From an optimization exercise on the open Yosys and OpenROAD flow, aimed at small area and a short achievable clock period; shortcuts taken in it are not production practice. The clock input has no modelled driver; a real chip could not lean on it and would need a root buffer or a full tree.

==> run H: inputs <==
## fehel_flit_rx
module fehel_flit_rx (
    input  wire        clk,
    input  wire        rst,
    input  wire        in_valid,
    input  wire [63:0] in_data,
    output reg         res_valid,
    output reg         res_crc_ok,
    output wire        res_ctrl,
    output wire [3:0]  res_err,        
    output wire [4:0]  res_msgs,
    output wire [19:0] res_vc_slots,   
    output wire [11:0] res_fseq,
    output wire [11:0] res_fack
);
export LEC_CHECK = 0
export CAP_MARGIN = 20
export CORE_MARGIN = 2
export CORE_UTILIZATION = 55
export SLEW_MARGIN = 20
create_clock -name core_clock -period 12.0 [get_ports {clk}]
standard.sh (not shown) runs the stock make flow with config.mk's settings and CLKGATE_MAP_FILE= SYNTH_SCRIPT=/design/flow/synth_recipe.tcl, a recipe that flattens the netlist after the stock synthesis.
==> flow/flow/run.sh <==
#!/bin/bash
# Layout: the standard ORFS flow (standard.sh), with these changes:
#  - every port gets a plain buf_1 as its port buffer;
#  - clock tree: two short levels of clock buffers (flow/cts_manual.tcl);
#  - the timing repair after CTS and after global routing aims for a setup
#    slack margin of 8.8 ns. Extra settings: "SETUP_MOVE_SEQUENCE=unbuffer,sizeup,swap"
# Each make call's output goes to its own make_*.log; ORFS keeps each tool's
# log under orfs/logs/.
set -euo pipefail
H=$PWD
B="BUFFER_PORTS_ARGS=-buffer_cell sky130_fd_sc_hd__buf_1"
C="PRE_CTS_TCL=$H/flow/cts_manual.tcl"
bash standard.sh "$B" "$C" synth > make_synth.log 2>&1
bash standard.sh "$B" "$C" floorplan place > make_place.log 2>&1
bash standard.sh "$B" "$C" SETUP_SLACK_MARGIN=8.8 "SETUP_MOVE_SEQUENCE=unbuffer,sizeup,swap" cts > make_cts.log 2>&1
bash standard.sh "$B" "$C" SETUP_SLACK_MARGIN=8.8 "SETUP_MOVE_SEQUENCE=unbuffer,sizeup,swap" finish > make_finish.log 2>&1
==> flow/flow/cts_manual.tcl <==
# Sourced by ORFS's cts.tcl as PRE_CTS_TCL. Replaces clock_tree_synthesis
# with a short two-level clock tree: the registers are split by location
# into NLEAF groups of equal size (halving by x, then by y, ...), each driven
# by a leaf clock buffer at the group's centre; the leaf buffers are split
# the same way into NROOT groups, each driven by a root clock buffer at its
# centre. The clock port feeds only the NROOT root buffers, and every
# register sees exactly one root and one leaf buffer.

proc mcts_split { items n } {
  set groups [list $items]
  set axis 0
  while { [llength $groups] < $n } {
    set ng {}
    foreach g $groups {
      set s [lsort -integer -index $axis $g]
      set h [expr { [llength $s] / 2 }]
      lappend ng [lrange $s 0 [expr { $h - 1 }]] [lrange $s $h end]
    }
    set groups $ng
    set axis [expr { 1 - $axis }]
  }
  return $groups
}

proc mcts_drive { block master name in_net group } {
  # group: list of {x y iterm}; returns {cx cy A-iterm}
  set sx 0; set sy 0
  foreach s $group { incr sx [lindex $s 0]; incr sy [lindex $s 1] }
  set n [llength $group]
  set cx [expr { $sx / $n }]
  set cy [expr { $sy / $n }]
  set inst [odb::dbInst_create $block $master $name]
  set net [odb::dbNet_create $block "${name}_net"]
  $net setSigType CLOCK
  [$inst findITerm X] connect $net
  foreach s $group {
    set it [lindex $s 2]
    $it disconnect
    $it connect $net
  }
  $inst setLocation [expr { $cx - [$master getWidth] / 2 }] [expr { $cy - [$master getHeight] / 2 }]
  $inst setPlacementStatus PLACED
  set a [$inst findITerm A]
  $a connect $in_net
  puts "manual_cts: $name drives $n pins at ($cx, $cy)"
  return [list $cx $cy $a]
}

proc manual_cts { } {
  set nleaf 8
  set nroot 4
  if { [info exists ::env(MCTS_NLEAF)] } { set nleaf $::env(MCTS_NLEAF) }
  if { [info exists ::env(MCTS_NROOT)] } { set nroot $::env(MCTS_NROOT) }
  set block [ord::get_db_block]
  set db [ord::get_db]
  set master [$db findMaster sky130_fd_sc_hd__clkbuf_16]
  set clk_net [$block findNet clk]
  set sinks {}
  foreach it [$clk_net getITerms] {
    set bb [[$it getInst] getBBox]
    lappend sinks [list [expr { ([$bb xMin] + [$bb xMax]) / 2 }] \
                        [expr { ([$bb yMin] + [$bb yMax]) / 2 }] $it]
  }
  set leaves {}
  set k 0
  foreach g [mcts_split $sinks $nleaf] {
    lappend leaves [mcts_drive $block $master "clkbuf_leaf_$k" $clk_net $g]
    incr k
  }
  set k 0
  foreach g [mcts_split $leaves $nroot] {
    mcts_drive $block $master "clkbuf_root_$k" $clk_net $g
    incr k
  }
  $clk_net setSigType CLOCK
  set_propagated_clock [all_clocks]
}

rename clock_tree_synthesis orig_clock_tree_synthesis
proc clock_tree_synthesis { args } {
  manual_cts
}
==> inputs of run M, as changes to run H <==
==> flow/flow/run.sh (replaced) <==
#!/bin/bash
# Layout: the standard ORFS flow (standard.sh), with these changes:
#  - every port gets a plain buf_1 as its port buffer;
#  - clock tree: two short levels of clock buffers (flow/cts_manual.tcl);
#  - the timing repair after CTS and after global routing aims for a setup
#    slack margin of 8.7 ns; extra settings: RECOVER_POWER=100
# Each make call's output goes to its own make_*.log; ORFS keeps each tool's
# log under orfs/logs/.
set -euo pipefail
H=$PWD
B="BUFFER_PORTS_ARGS=-buffer_cell sky130_fd_sc_hd__buf_1"
C="PRE_CTS_TCL=$H/flow/cts_manual.tcl"
bash standard.sh "$B" "$C" synth > make_synth.log 2>&1
bash standard.sh "$B" "$C" floorplan place > make_place.log 2>&1
bash standard.sh "$B" "$C" SETUP_SLACK_MARGIN=8.7 RECOVER_POWER=100 cts > make_cts.log 2>&1
bash standard.sh "$B" "$C" SETUP_SLACK_MARGIN=8.7 RECOVER_POWER=100 finish > make_finish.log 2>&1
--- a/flow/flow/cts_manual.tcl
+++ b/flow/flow/cts_manual.tcl
@@ -48,7 +48,7 @@
 
 proc manual_cts { } {
   set nleaf 8
-  set nroot 4
+  set nroot 2
   if { [info exists ::env(MCTS_NLEAF)] } { set nleaf $::env(MCTS_NLEAF) }
   if { [info exists ::env(MCTS_NROOT)] } { set nroot $::env(MCTS_NROOT) }
   set block [ord::get_db_block]
==> inputs of run A, as changes to run H <==
==> flow/flow/run.sh (replaced) <==
#!/bin/bash
# Layout: the standard ORFS flow (standard.sh), with these changes:
#  - every port gets a plain buf_1 as its port buffer;
#  - clock tree: two short levels of clock buffers (flow/cts_manual.tcl);
#  - the timing repair after CTS and after global routing aims for a setup
#    slack margin of 8.7 ns. Extra settings: REMOVE_ABC_BUFFERS=1
#  - after floorplan, ABC's buffers are removed and upsized cells set back
#    to drive strength 1 (flow/downsize.tcl).
# Each make call's output goes to its own make_*.log; ORFS keeps each tool's
# log under orfs/logs/.
set -euo pipefail
H=$PWD
B="BUFFER_PORTS_ARGS=-buffer_cell sky130_fd_sc_hd__buf_1"
C="PRE_CTS_TCL=$H/flow/cts_manual.tcl"
D="POST_FLOORPLAN_TCL=$H/flow/downsize.tcl"
bash standard.sh "$B" "$C" "$D" synth > make_synth.log 2>&1
bash standard.sh "$B" "$C" "$D" REMOVE_ABC_BUFFERS=1 floorplan place > make_place.log 2>&1
bash standard.sh "$B" "$C" "$D" SETUP_SLACK_MARGIN=8.7 REMOVE_ABC_BUFFERS=1 cts > make_cts.log 2>&1
bash standard.sh "$B" "$C" "$D" SETUP_SLACK_MARGIN=8.7 REMOVE_ABC_BUFFERS=1 finish > make_finish.log 2>&1
--- a/flow/flow/cts_manual.tcl
+++ b/flow/flow/cts_manual.tcl
@@ -48,7 +48,7 @@
 
 proc manual_cts { } {
   set nleaf 8
-  set nroot 4
+  set nroot 2
   if { [info exists ::env(MCTS_NLEAF)] } { set nleaf $::env(MCTS_NLEAF) }
   if { [info exists ::env(MCTS_NROOT)] } { set nroot $::env(MCTS_NROOT) }
   set block [ord::get_db_block]
==> flow/flow/downsize.tcl (new file) <==
# Sourced as POST_FLOORPLAN_TCL: put every combinational cell that synthesis
# upsized back to its smallest drive strength (_1), so that the later timing
# repair sizes up only the cells on paths that need it. Registers, clock
# cells and physical cells are left as they are.
set n 0
foreach inst [get_cells *] {
  set m [get_property $inst ref_name]
  if { ![regexp {^sky130_fd_sc_hd__([a-z0-9]+)_([0-9]+)$} $m -> base drive] } { continue }
  if { $drive == 1 || [string match "*df*" $base] || [string match "clk*" $base] \
       || [string match "tap*" $base] || [string match "*fill*" $base] \
       || [string match "*decap*" $base] || [string match "conb" $base] } { continue }
  set target [get_lib_cells -quiet */sky130_fd_sc_hd__${base}_1]
  if { [llength $target] == 0 } { continue }
  replace_cell $inst [lindex $target 0]
  incr n
}
puts "downsize: $n cells set to drive strength 1"
==> inputs of run B, as changes to run H <==
==> flow/flow/run.sh (replaced) <==
#!/bin/bash
# Layout: the standard ORFS flow (standard.sh), with these changes:
#  - every port gets a plain buf_1 as its port buffer;
#  - clock tree: two short levels of clock buffers (flow/cts_manual.tcl);
#  - the timing repair after CTS and after global routing aims for a setup
#    slack margin of 8.7 ns. Extra settings: 
# Each make call's output goes to its own make_*.log; ORFS keeps each tool's
# log under orfs/logs/.
set -euo pipefail
H=$PWD
B="BUFFER_PORTS_ARGS=-buffer_cell sky130_fd_sc_hd__buf_1"
C="PRE_CTS_TCL=$H/flow/cts_manual.tcl"
bash standard.sh "$B" "$C" synth > make_synth.log 2>&1
bash standard.sh "$B" "$C" floorplan place > make_place.log 2>&1
bash standard.sh "$B" "$C" SETUP_SLACK_MARGIN=8.7  cts > make_cts.log 2>&1
bash standard.sh "$B" "$C" SETUP_SLACK_MARGIN=8.7  finish > make_finish.log 2>&1
--- a/flow/flow/cts_manual.tcl
+++ b/flow/flow/cts_manual.tcl
@@ -48,7 +48,7 @@
 
 proc manual_cts { } {
   set nleaf 8
-  set nroot 4
+  set nroot 2
   if { [info exists ::env(MCTS_NLEAF)] } { set nleaf $::env(MCTS_NLEAF) }
   if { [info exists ::env(MCTS_NROOT)] } { set nroot $::env(MCTS_NROOT) }
   set block [ord::get_db_block]
Settings changed: CORE_UTILIZATION 55 to 65.
==> qor summary <==
Status: run M complete, but fails checks; run A finished clean; run B finished clean; run H finished clean
Layout check failures: run M max-capacitance violations, max-slew violations; run A -; run B -; run H -
Detailed-placement wirelength estimate: run M 43300 um; run A 43200 um; run B 39900 um; run H 43300 um
Smallest hold slack: run M 0.493 ns; run A 0.489 ns; run B 0.487 ns; run H 0.468 ns
Slew at the pin with the worst max-slew slack: run M 4.33 ns; run A 0.932 ns; run B 1.14 ns; run H 1.20 ns
Routed met1 length: run M 22800 um; run A 23300 um; run B 19700 um; run H 22500 um
DR WL met3: run M 7860 um; run A 7050 um; run B 8450 um; run H 7640 um
Final std cell area, no fill: run M 16800 um^2; run A 17100 um^2; run B 17000 um^2; run H 17400 um^2
Per-cell routed wire length: run M 30.3 um; run A 30.4 um; run B 29.2 um; run H 30.5 um
Cell depth of the worst setup path: run M 3; run A 7; run B 7; run H 7
Achievable frequency: run M 167 MHz; run A 295 MHz; run B 298 MHz; run H 300 MHz
FF-to-FF setup slack: run M 7.82 ns; run A 8.61 ns; run B 8.65 ns; run H 8.67 ns
Total number of tap cells: run M 378; run A 378; run B 319; run H 378
Vertical extent of the die: run M 171 um; run A 171 um; run B 158 um; run H 171 um
CP endpoint: run M beat[0]; run A u[39]; run B u[18]; run H u[0]
Met1 capacity usage during global routing: run M 0.546; run A 0.545; run B 0.581; run H 0.541
WP buf/inv: run M 2; run A 0; run B 0; run H 0
Worst slack, placed: run M 8.09 ns; run A 8.06 ns; run B 8.14 ns; run H 8.09 ns
Buffers inserted during post-CTS setup optimization: run M 15; run A 30; run B 10; run H 0
No functional check of the RTL was part of any run of this note. In every run of this note, the design's own scripts or RTL, not TritonCTS, make the clock network.

==> separate check: timing with driven ports <==
How much do the figures lean on ideal ports? The routed layouts below were timed once more, with nothing changed but the port constraints.
Step 1 (the two cells are an assumption about what drives the block):
set clk [get_ports {clk}]
set_driving_cell -lib_cell sky130_fd_sc_hd__clkbuf_16 $clk
set_driving_cell -lib_cell sky130_fd_sc_hd__buf_2 [delete_from_list [all_inputs] $clk]
Step 2 adds t to the input delays and takes it off the output delays; t is the mean of the earliest and latest rising clock arrival at the registers after step 1. Input paths then give back, and output paths get back, about the clock's delay inside the block.
Slacks: ideal ports / drivers / drivers and shift; pairs: ideal ports / drivers.
run | t, ns | setup slack, ns | worst setup path after step 2
run H | 0.401 | 8.669 / 8.635 / 8.572 | input to register
run M | 0.398 | 6.005 / 6.052 / 5.654 | input to register
run A | 0.402 | 8.607 / 8.606 / 8.386 | input to register
run B | 0.391 | 8.648 / 8.637 / 8.458 | input to register
The setup slack of run M, which loses most, moves by +0.047 ns with the drivers and by -0.351 ns with both steps.
